Source: an optimization exercise on an open RTL-to-GDS flow (aim: small area, a short achievable clock period and few clock cycles). Production flows keep margins and buffers that such runs may drop. The RTL was checked by simulation tests, not by an equivalence proof against the original design.

**flow/config.mk**
```make
export PLATFORM = sky130hd
export DESIGN_NAME = loop_chain
export DESIGN_NICKNAME = loop_chain
export VERILOG_FILES = /design/flow/design.v
export SDC_FILE = /design/flow/constraint.sdc
export NUM_CORES = 4
export LEC_CHECK = 0
export CAP_MARGIN = 20
export CELL_PAD_IN_SITES_DETAIL_PLACEMENT = 1
export CELL_PAD_IN_SITES_GLOBAL_PLACEMENT = 2
export CORE_MARGIN = 2
export CORE_UTILIZATION = 25
export PLACE_DENSITY = 0.4
export SLEW_MARGIN = 20
```
**flow/constraint.sdc**
```tcl
create_clock -name core_clock -period 28.0 [get_ports {clk}]
set_input_delay 5.6000 -clock core_clock [delete_from_list [all_inputs] [get_ports {clk}]]
set_output_delay 5.6000 -clock core_clock [all_outputs]
set_load 0.01 [all_outputs]
```
**flow/design.v**
```verilog
module lc_term (
    input  wire [31:0] c,
    input  wire [31:0] x,
    input  wire [2:0]  l,
    input  wire [4:0]  r,
    input  wire [5:0]  sh,
    input  wire [63:0] acc_in,
    output wire [63:0] acc_out,
    output wire [31:0] sum32,
    output wire [31:0] t32
);
    wire neg_p = c[31] ^ x[31];
    wire [63:0] row [0:15];
    wire [15:0] bneg;
    genvar j;
    generate
        for (j = 0; j < 16; j = j + 1) begin : g_booth
            wire xm1 = (j == 0) ? 1'b0 : x[2*j-1];
            wire x0  = x[2*j];
            wire x1  = x[2*j+1];
            wire one = x0 ^ xm1;
            wire two = (x1 & ~x0 & ~xm1) | (~x1 & x0 & xm1);
            wire [32:0] m  = ({33{one}} & {c[31], c}) | ({33{two}} & {c, 1'b0});
            wire [32:0] pp = m ^ {33{x1}};
            wire [63:0] base = {31'd0, ~pp[32], pp[31:0]} << (2*j);
            if (j == 0) begin : g_r0
                assign row[j] = base;
            end else begin : g_rn
                assign row[j] = base | ({63'd0, bneg[j-1]} << (2*j-2));
            end
            assign bneg[j] = x1;
        end
    endgenerate
    wire        rnd_on = (sh >= 6'd8);
    wire [4:0]  rpos   = sh[4:0] - 5'd8;           
    wire [31:0] hbit   = rnd_on ? (32'd1 << rpos) : 32'd0;
    wire [31:0] lmask  = rnd_on ? (hbit - 32'd1) : 32'd0;
    wire [63:0] rnd    = {32'd0, lmask};
    wire [63:0] kconst = 64'hAAAA_AAAB_0000_0000 | ({63'd0, bneg[15]} << 30) |
                         {63'd0, rnd_on & ~neg_p};
    function [127:0] csa;
        input [63:0] a, b, d;
        begin
            csa[63:0]   = a ^ b ^ d;
            csa[127:64] = {((a & b) | (a & d) | (b & d)), 1'b0};
        end
    endfunction
    wire [127:0] l1a = csa(row[0],  row[1],  row[2]);
    wire [127:0] l1b = csa(row[3],  row[4],  row[5]);
    wire [127:0] l1c = csa(row[6],  row[7],  row[8]);
    wire [127:0] l1d = csa(row[9],  row[10], row[11]);
    wire [127:0] l1e = csa(row[12], row[13], row[14]);
    wire [127:0] l1f = csa(row[15], rnd,     kconst);
    wire [127:0] l2a = csa(l1a[63:0],   l1a[127:64], l1b[63:0]);
    wire [127:0] l2b = csa(l1b[127:64], l1c[63:0],   l1c[127:64]);
    wire [127:0] l2c = csa(l1d[63:0],   l1d[127:64], l1e[63:0]);
    wire [127:0] l2d = csa(l1e[127:64], l1f[63:0],   l1f[127:64]);
    wire [127:0] l3a = csa(l2a[63:0],   l2a[127:64], l2b[63:0]);
    wire [127:0] l3b = csa(l2b[127:64], l2c[63:0],   l2c[127:64]);
    wire [127:0] l4a = csa(l3a[63:0],   l3a[127:64], l3b[63:0]);
    wire [127:0] l4b = csa(l3b[127:64], l2d[63:0],   l2d[127:64]);
    wire [127:0] l5a = csa(l4a[63:0],   l4a[127:64], l4b[63:0]);
    wire [127:0] l6a = csa(l5a[63:0],   l5a[127:64], l4b[127:64]);
    wire [63:0] p = l6a[63:0] + l6a[127:64];
    wire [70:0] v   = {p, 7'd0};
    wire [70:0] vs  = $signed(v) >>> sh;
    wire [63:0] shifted = vs[63:0];
    wire [7:1] eqv;
    genvar q;
    generate
        for (q = 1; q <= 7; q = q + 1) begin : g_eq
            assign eqv[q] = ~(p[63] ^ p[63-q]);
        end
    endgenerate
    reg ovf;
    always @* begin
        case (l)
            3'd0: ovf = 1'b0;
            3'd1: ovf = ~eqv[1];
            3'd2: ovf = ~&eqv[2:1];
            3'd3: ovf = ~&eqv[3:1];
            3'd4: ovf = ~&eqv[4:1];
            3'd5: ovf = ~&eqv[5:1];
            3'd6: ovf = ~&eqv[6:1];
            default: ovf = ~&eqv[7:1];
        endcase
    end
    wire [63:0] sbit = 64'h8000_0000_0000_0000 >> r;
    wire [63:0] satp = (r == 5'd0) ? 64'h7FFF_FFFF_FFFF_FFFF : sbit;
    wire [63:0] satn = $signed(64'h8000_0000_0000_0000) >>> r;
    wire [63:0] t = ovf ? (neg_p ? satn : satp) : shifted;
    wire [64:0] s = {acc_in[63], acc_in} + {t[63], t};
    assign acc_out = (s[64] != s[63]) ? (s[64] ? 64'h8000_0000_0000_0000
                                               : 64'h7FFF_FFFF_FFFF_FFFF)
                                      : s[63:0];
    wire s_fit = (s[64:31] == {34{1'b0}}) | (s[64:31] == {34{1'b1}});
    assign sum32 = s_fit ? s[31:0] : (s[64] ? 32'h8000_0000 : 32'h7FFF_FFFF);
    wire t_fit = (t[63:31] == {33{1'b0}}) | (t[63:31] == {33{1'b1}});
    assign t32 = t_fit ? t[31:0] : (t[63] ? 32'h8000_0000 : 32'h7FFF_FFFF);
endmodule
module loop_chain (
    input  wire        clk,
    input  wire        rst,         
    input  wire        cfg_we,
    input  wire [5:0]  cfg_addr,
    input  wire [31:0] cfg_data,
    input  wire        start,
    input  wire [31:0] in0,         
    input  wire [31:0] in1,         
    input  wire [31:0] in2,         
    output wire        ready,
    output reg         done,
    output wire [31:0] y,
    output wire        limited,
    input  wire [3:0]  st_sel,
    output wire [31:0] st_q
);
    reg [31:0] coef [0:15];
    reg [2:0]  lsh  [0:15];
    reg [4:0]  rsh  [0:15];
    reg        b1_en, b2_en, aw_mode, wrap_en;
    reg [31:0] umin, umax, imin, imax;
    reg [31:0] rate;
    reg [31:0] s [0:15];
    localparam [3:0] ST_IDLE = 4'd0,
                     ST_B1_0 = 4'd1,
                     ST_B1_1 = 4'd2,
                     ST_B1_2 = 4'd3,
                     ST_B1_3 = 4'd4,
                     ST_B1_4 = 4'd5,
                     ST_I0   = 4'd6,
                     ST_I1   = 4'd7,
                     ST_P    = 4'd8,
                     ST_D    = 4'd9,
                     ST_F    = 4'd10,
                     ST_B2_0 = 4'd11,
                     ST_B2_1 = 4'd12,
                     ST_B2_2 = 4'd13,
                     ST_B2_3 = 4'd14,
                     ST_B2_4 = 4'd15;
    reg [3:0] state;
    assign ready = (state == ST_IDLE);
    wire go = ready & start;
    wire wr = ready & cfg_we & ~start;
    reg [31:0] c_r, x_r;
    reg [2:0]  l_r;
    reg [4:0]  r_r;
    reg [5:0]  sh_r;
    reg [63:0] acc, dacc;
    reg [31:0] ef_r, p_r, in2_r, u2_r;
    function [31:0] sat32;
        input [33:0] v;
        begin
            if (v[33:31] == 3'b000 || v[33:31] == 3'b111)
                sat32 = v[31:0];
            else
                sat32 = v[33] ? 32'h8000_0000 : 32'h7FFF_FFFF;
        end
    endfunction
    function [33:0] sx;
        input [31:0] v;
        begin
            sx = {{2{v[31]}}, v};
        end
    endfunction
    function [31:0] clamp;
        input [31:0] v;
        input [31:0] lo;
        input [31:0] hi;
        begin
            if ($signed(v) < $signed(lo))
                clamp = lo;
            else if ($signed(v) > $signed(hi))
                clamp = hi;
            else
                clamp = v;
        end
    endfunction
    wire first = (state == ST_IDLE) | (state == ST_B1_0) | (state == ST_I0) |
                 (state == ST_P) | (state == ST_F) | (state == ST_B2_0);
    wire [63:0] acc_in = first ? 64'd0 : ((state == ST_D) ? dacc : acc);
    wire [63:0] acc_out;
    wire [31:0] sum32, t32;
    lc_term u_term (
        .c       (c_r),
        .x       (x_r),
        .l       (l_r),
        .r       (r_r),
        .sh      (sh_r),
        .acc_in  (acc_in),
        .acc_out (acc_out),
        .sum32   (sum32),
        .t32     (t32)
    );
    wire [33:0] e_full = sx(in0) - sx(in1);
    wire [31:0] e_val  = wrap_en ? e_full[31:0] : sat32(e_full);
    wire [31:0] efd = sat32(sx(ef_r) - sx(s[0]));
    wire ef_pos  = ~ef_r[31] & (|ef_r);
    wire s14_pos = ~s[14][31] & (|s[14]);
    wire aw_hold = (s14_pos & ef_pos) | (s[14][31] & ef_r[31]);
    wire        di_fit = (acc[63:31] == {33{1'b0}}) | (acc[63:31] == {33{1'b1}});
    wire [31:0] di     = di_fit ? acc[31:0] : (acc[63] ? 32'h8000_0000 : 32'h7FFF_FFFF);
    wire [31:0] i_val = clamp(sat32(sx(s[2]) + sx(di)), imin, imax);
    wire [33:0] pid   = sx(p_r) + sx(s[2]) + sx(s[1]);
    wire [31:0] u1    = sat32(pid + sx(t32));
    wire [31:0] u_lim = clamp(u2_r, umin, umax);
    wire [33:0] r_lo  = sx(s[3]) - {2'b00, rate};
    wire [33:0] r_hi  = sx(s[3]) + {2'b00, rate};
    wire        below = $signed(sx(u_lim)) < $signed(r_lo);
    wire        above = $signed(sx(u_lim)) > $signed(r_hi);
    wire        rt_on = |rate;
    wire [31:0] u_val = (rt_on & below) ? r_lo[31:0] :
                        (rt_on & above) ? r_hi[31:0] : u_lim;
    wire        u_lt  = $signed(u_val) < $signed(u2_r);
    wire        u_gt  = $signed(u_val) > $signed(u2_r);
    wire [31:0] s14_val = u_lt ? 32'd1 : (u_gt ? 32'hFFFF_FFFF : 32'd0);
    wire [31:0] s4_val  = sat32(sx(u_val) - sx(u2_r));
    assign y       = u_val;
    assign limited = u_lt | u_gt;
    wire [31:0] s3_q  = done ? u_val   : s[3];
    wire [31:0] s4_q  = done ? s4_val  : s[4];
    wire [31:0] s14_q = done ? s14_val : s[14];
    reg  [31:0] stq;
    always @* begin
        case (st_sel)
            4'd3:    stq = s3_q;
            4'd4:    stq = s4_q;
            4'd14:   stq = s14_q;
            default: stq = s[st_sel];
        endcase
    end
    assign st_q = stq;
    reg [3:0] nstate;
    always @* begin
        nstate = state;
        case (state)
            ST_IDLE: if (go) nstate = b1_en ? ST_B1_0 : ST_I0;
            ST_B1_0: nstate = ST_B1_1;
            ST_B1_1: nstate = ST_B1_2;
            ST_B1_2: nstate = ST_B1_3;
            ST_B1_3: nstate = ST_B1_4;
            ST_B1_4: nstate = ST_I0;
            ST_I0:   nstate = aw_mode ? ST_I1 : ST_P;
            ST_I1:   nstate = ST_P;
            ST_P:    nstate = ST_D;
            ST_D:    nstate = ST_F;
            ST_F:    nstate = b2_en ? ST_B2_0 : ST_IDLE;
            ST_B2_0: nstate = ST_B2_1;
            ST_B2_1: nstate = ST_B2_2;
            ST_B2_2: nstate = ST_B2_3;
            ST_B2_3: nstate = ST_B2_4;
            default: nstate = ST_IDLE;
        endcase
    end
    reg [3:0] tn;
    always @* begin
        case (nstate)
            ST_B1_0: tn = 4'd0;
            ST_B1_1: tn = 4'd1;
            ST_B1_2: tn = 4'd2;
            ST_B1_3: tn = 4'd3;
            ST_B1_4: tn = 4'd4;
            ST_I0:   tn = 4'd6;
            ST_I1:   tn = 4'd10;
            ST_P:    tn = 4'd5;
            ST_D:    tn = 4'd7;
            ST_F:    tn = 4'd9;
            ST_B2_0: tn = 4'd11;
            ST_B2_1: tn = 4'd12;
            ST_B2_2: tn = 4'd13;
            ST_B2_3: tn = 4'd14;
            ST_B2_4: tn = 4'd15;
            default: tn = 4'd8;
        endcase
    end
    wire fw_c = wr & (cfg_addr == 6'h08);
    wire fw_s = wr & (cfg_addr == 6'h18);
    wire fw_x = wr & (cfg_addr == 6'h31);
    wire [31:0] c_nx = fw_c ? cfg_data      : coef[tn];
    wire [2:0]  l_nx = fw_s ? cfg_data[7:5] : lsh[tn];
    wire [4:0]  r_nx = fw_s ? cfg_data[4:0] : rsh[tn];
    reg [31:0] x_nx;
    always @* begin
        case (state)
            ST_IDLE: x_nx = go ? e_val : (fw_x ? cfg_data : s[1]);
            ST_B1_0: x_nx = s[5];
            ST_B1_1: x_nx = s[6];
            ST_B1_2: x_nx = s[7];
            ST_B1_3: x_nx = s[8];
            ST_B1_4: x_nx = sum32;
            ST_I0:   x_nx = aw_mode ? s[4] : ef_r;
            ST_I1:   x_nx = ef_r;
            ST_P:    x_nx = efd;
            ST_D:    x_nx = in2_r;
            ST_F:    x_nx = b2_en ? u1 : s[1];
            ST_B2_0: x_nx = s[9];
            ST_B2_1: x_nx = s[10];
            ST_B2_2: x_nx = s[11];
            ST_B2_3: x_nx = s[12];
            default: x_nx = s[1];
        endcase
    end
    integer k;
    always @(posedge clk) begin
        if (rst) begin
            state <= ST_IDLE;
            done  <= 1'b0;
        end else begin
            state <= nstate;
            done  <= ((state == ST_F) & ~b2_en) | (state == ST_B2_4);
        end
    end
    always @(posedge clk) begin
        c_r  <= c_nx;
        l_r  <= l_nx;
        r_r  <= r_nx;
        sh_r <= {1'b0, r_nx} - {3'b000, l_nx} + 6'd7;
        x_r  <= x_nx;
        if (state == ST_IDLE)
            dacc <= acc_out;
        if (state == ST_I0 && !aw_mode && aw_hold)
            acc <= 64'd0;
        else
            acc <= acc_out;
        if (go && !b1_en)
            ef_r <= e_val;
        if (state == ST_B1_4)
            ef_r <= sum32;
        if (go)
            in2_r <= in2;
        if (state == ST_P)
            p_r <= sum32;
        if (state == ST_F)
            u2_r <= u1;
        if (state == ST_B2_4)
            u2_r <= sum32;
    end
    always @(posedge clk) begin
        if (wr) begin
            case (cfg_addr[5:4])
                2'd0: coef[cfg_addr[3:0]] <= cfg_data;
                2'd1: begin
                    rsh[cfg_addr[3:0]] <= cfg_data[4:0];
                    lsh[cfg_addr[3:0]] <= cfg_data[7:5];
                end
                2'd2: case (cfg_addr[3:0])
                    4'd0: begin
                        b1_en   <= cfg_data[0];
                        b2_en   <= cfg_data[1];
                        aw_mode <= cfg_data[2];
                        wrap_en <= cfg_data[3];
                    end
                    4'd1: umin <= cfg_data;
                    4'd2: umax <= cfg_data;
                    4'd3: rate <= cfg_data;
                    4'd4: imin <= cfg_data;
                    4'd5: imax <= cfg_data;
                    default: ;
                endcase
                default: ;
            endcase
        end
    end
    wire swr = wr & (cfg_addr[5:4] == 2'd3);
    always @(posedge clk) begin
        if (rst) begin
            for (k = 0; k < 16; k = k + 1)
                s[k] <= 32'd0;
        end else begin
            case (state)
                ST_B1_0: s[5] <= x_r;             
                ST_B1_1: s[6] <= x_r;             
                ST_B1_3: s[8] <= x_r;             
                ST_B1_4: s[7] <= sum32;           
                ST_P: begin
                    s[0] <= ef_r;
                    s[2] <= i_val;
                end
                ST_D:    s[1] <= sum32;           
                ST_B2_0: s[9]  <= x_r;            
                ST_B2_1: s[10] <= x_r;            
                ST_B2_3: s[12] <= x_r;            
                ST_B2_4: s[11] <= sum32;          
                default: ;
            endcase
            if (done) begin
                s[3]  <= u_val;
                s[4]  <= s4_val;
                s[14] <= s14_val;
            end
            if (swr)
                s[cfg_addr[3:0]] <= cfg_data;
        end
    end
endmodule
```
**flow/run.sh**
```bash
#!/bin/bash
# synth_recipe.tcl (not shown) runs the flow's synth.tcl, then flattens the netlist and writes it again
# the make line also repeats each setting of config.mk as NAME=value (left out here)
make -C /OpenROAD-flow-scripts/flow DESIGN_CONFIG=/design/flow/config.mk WORK_HOME=/design/flow/orfs CLKGATE_MAP_FILE= SYNTH_SCRIPT=/design/flow/synth_recipe.tcl finish
```
==> summary.txt <==
worst reg2reg max path, delay by kind of cell, from the launching register on:
family | cells | cell delay, ns
xor gates and xnor gates | 2 | 1.16
AOI/OAI and AO/OA | 33 | 9.48
DFF | 1 | 0.31
and+or+nand+nor | 20 | 7.63
buffers and inverters | 4 | 1.04
adders and majority gates | 9 | 4.70
routing by layer:
| metal | up-vias | global-route usage [%] | share of wire [%] |
|---|---|---|---|
| li1 | 55400 | - | - |
| met1 | 68500 | 42.7 | 46 |
| met5 | - | 0 | 0.0037 |
| met2 | 4819 | 45.5 | 43 |
| met4 | 4 | 9.27 | 3.5 |
| met3 | 952 | 5.49 | 6.6 |
how the worst max path moves through the flow:
stage,start,to,slack [ns],cells after the start
final,u2_r[1],st_q[4],3.01,62
after global routing,u2_r[1],st_q[4],2.29,62
after CTS,u2_r[1],st_q[2],3.30,61
after detailed placement,x_r[7],s[7][22],4.34,70
after global placement,x_r[26],s[7][28],4.00,68
after floorplan,sh_r[3],s[7][30],9.21,85
synth_stat cells (80+ instances only):
| cell type | number | share of area [%] |
|---|---|---|
| a211oi_1 | 324 | 1.8 |
| a21o_1 | 257 | 1.4 |
| a21oi_1 | 1357 | 4.9 |
| a221oi_1 | 213 | 1.3 |
| a22o_1 | 276 | 1.7 |
| a22oi_1 | 342 | 1.9 |
| a311oi_1 | 91 | 0.57 |
| a31oi_1 | 134 | 0.60 |
| and2_1 | 278 | 1.3 |
| buf_1 | 238 | 0.64 |
| clkbuf_1 | 1126 | 3.0 |
| dfxtp_1 | 147 | 2.1 |
| edfxtp_1 | 1508 | 33 |
| fa_1 | 536 | 7.7 |
| ha_1 | 691 | 6.2 |
| inv_1 | 1035 | 2.8 |
| mux2i_1 | 260 | 1.9 |
| mux4_2 | 154 | 2.5 |
| nand2_1 | 1734 | 4.7 |
| nand2b_1 | 140 | 0.63 |
| nand3_1 | 173 | 0.62 |
| nand4_1 | 150 | 0.68 |
| nor2_1 | 1133 | 3.1 |
| nor2b_1 | 115 | 0.52 |
| nor3_1 | 151 | 0.54 |
| nor4_1 | 80 | 0.36 |
| o211ai_1 | 220 | 1.2 |
| o21a_1 | 87 | 0.47 |
| o21ai_0 | 986 | 3.6 |
| o22ai_1 | 259 | 1.2 |
| xnor2_1 | 217 | 1.4 |
| xor2_1 | 114 | 0.72 |
cell type report:
class,count,area [µm²]
antenna,96,240
timing repair buffer,717,5870
clock inverter,118,1140
fill,62900,396000
tap,7287,9120
clock buffer,288,5800
multi-input combinational,11300,82300
sequential,1655,48400
inverter,1040,3910
registers in the layout, summed over array words and instances, names as in the netlist, 6 cells and up:
register	count
acc	64
c_r	32
coef	512
dacc	64
ef_r	32
imax	32
imin	32
in2_r	32
lsh	48
p_r	32
rate	32
rsh	80
s	512
sh_r	6
u2_r	32
umax	32
umin	32
x_r	32
cells in the final DEF, fill, tap and decap left out, types with 96 or more instances in the layout:
master and count:
a211oi_1 324, a21o_1 256, a21oi_1 1351, a221oi_1 211
a22o_1 276, a22oi_1 342, a31oi_1 132, and2_1 273
buf_4 509, clkbuf_16 219, clkdlybuf4s50_1 171, diode_2 96
edfxtp_1 1508, fa_1 536, ha_1 690, inv_1 1030
mux2i_1 257, mux4_2 154, nand2_1 1723, nand2b_1 140
nand3_1 170, nand4_1 150, nor2_1 1062, nor2b_1 113
nor3_1 137, o211ai_1 220, o21ai_0 979, o22ai_1 257
xnor2_1 205, xor2_1 109
kinds of logic after synthesis:
logic type	share of synthesized area [%]
AND/OR/NAND/NOR	13.5
flip-flops	34.8
buffers and inverters	6.71
AO/OA/AOI/OAI	24.0
multiplexers	4.73
adder cells (fa/ha/maj)	14.2
XOR/XNOR	2.09
other	0.00270
==> impl_metrics.toml <==
[run_status]
status = "no timing/DRC/antenna violations"

[cts]
root_buffer = "clkbuf_16"
cts_max_level = 4
path_clk_slew_ns = 0.06
numCtsBuffers = 219
clock_latency_ns = 1.02
cts_resized = 0
cts_tree = "done"
clock_path_buffers = 4
clock_sink_count = 1655
hold_buffers = 0
cts_setup_buffers = 0

[timing]
fin_worst_skew_ns = 0.118
fmax_mhz = 40.0
tns_ns = 0
min_period_ns = 24.99
min_period_over_period_pct = 89.3
grt_setup_unrepaired = "false"
worst_pin_slew_ns = 1.35
drv_slew = 0
setup_ws_ns = 3.01
setup_viol = 0
relSlewSlack_pct = 9.53
hold_ws_ns = 0.631
hold_violations = 0

[worst_hold_path]
min_to = "s[9][24]"
hold_depth = 1
hold_class = "flip-flop to flip-flop"
hp-start = "x_r[24]"

[synthesis]
synth_flop_cell = "edfxtp_1"
async_reset_ff_share_pct = 0
synth.yosys.seq_area_share_pct = 34.8
syn_area_um2 = 139000
synth_seq_cells = 1655
ys_warn_count = 2
netlist_instances = 15400
synth.distinct_cells = 118
synth-edff-count = 1508
syn_avg_cell_area_um2 = 9.01
syn_nets = 16800

[job]
maxCapViolations = 0

[worst_setup_path]
cpMaxStageDelayCell = "a2111oi_0"
crit_buf_inv = 6
cp_top_family = "compound AO/OA/AOI/OAI gates"
start_kind = "flip-flop"
crit_fanout = 63
reg2regPathDepth = 68
crit_type = "flip-flop to output port"
rrSetupSlack_ns = 3.48
r2r-start = "x_r[26]"
critPathArrivalTime_ns = 19.39
end_kind = "output port"
max_stage_delay_ns = 1.09
cp_common_cell = "a21o_1"
rr_endpoint = "s[7][13]"
cp.required_ns = 22.40

[place]
dpl.cell_count = 22000
dpl_cell_area_um2 = 150000
io_buffer_count = 208
pre_cts_slack_ns = 4.34
gp_congestion = 0.954
dp_hpwl_um = 645000

[die]
pin_count = 209
fp.dieArea_um2 = 561000
start_util_pct = 25.1
die_x_um = 749
coreArea_um2 = 553000
fp-row-count = 273
dieHeight_um = 749

[global_routing]
grt_max_degree = 157
first_global_vias = 130000
grt_pass1_wl_um = 1170000
grt_antenna_before_repair = 129
grt_overflow_total = 0
grtUsageTotal_pct = 29.9

[drt]
firstDrtPassIters = 7
vias_per_cell = 5.76
drtIter0Drc = 14000
wirelength_um = 867000
postRouteAntennaNets = 0
drc = 0
routedWlPerCell_um = 38.5
vias = 130000

[cells_and_area]
drive_gt1_share_pct = 9.21
area_growth_pct = 13.0
stdcell_count = 22500
final_core_util_pct = 28.4
final_nets = 16300
final_design_area_no_fill_um2 = 157000
Testbench counts, summed over its fixed seeds: cycles 21,824.

what the ideal ports hide:
No port has a modelled driver above. Below, the same layout with a new extraction and two added sets of constraints. Step 1, drivers: a clkbuf_16 drives clk and a buf_2 each remaining input, both assumed. Step 2 also shifts input and output timing later by t, the mid clock arrival at the registers, as if the neighbouring blocks saw the same clock. Three values: ideal ports, drivers, drivers and shift; two values: the first two.
shift t [ns]: 1.091
setup slack, ns: 3.005 / 2.877 / 3.481
worst setup path after step 2: register to register
After both steps this run still meets setup and hold. For this run, drivers alone change the setup slack by -0.128 ns; drivers and shift together by +0.476 ns.
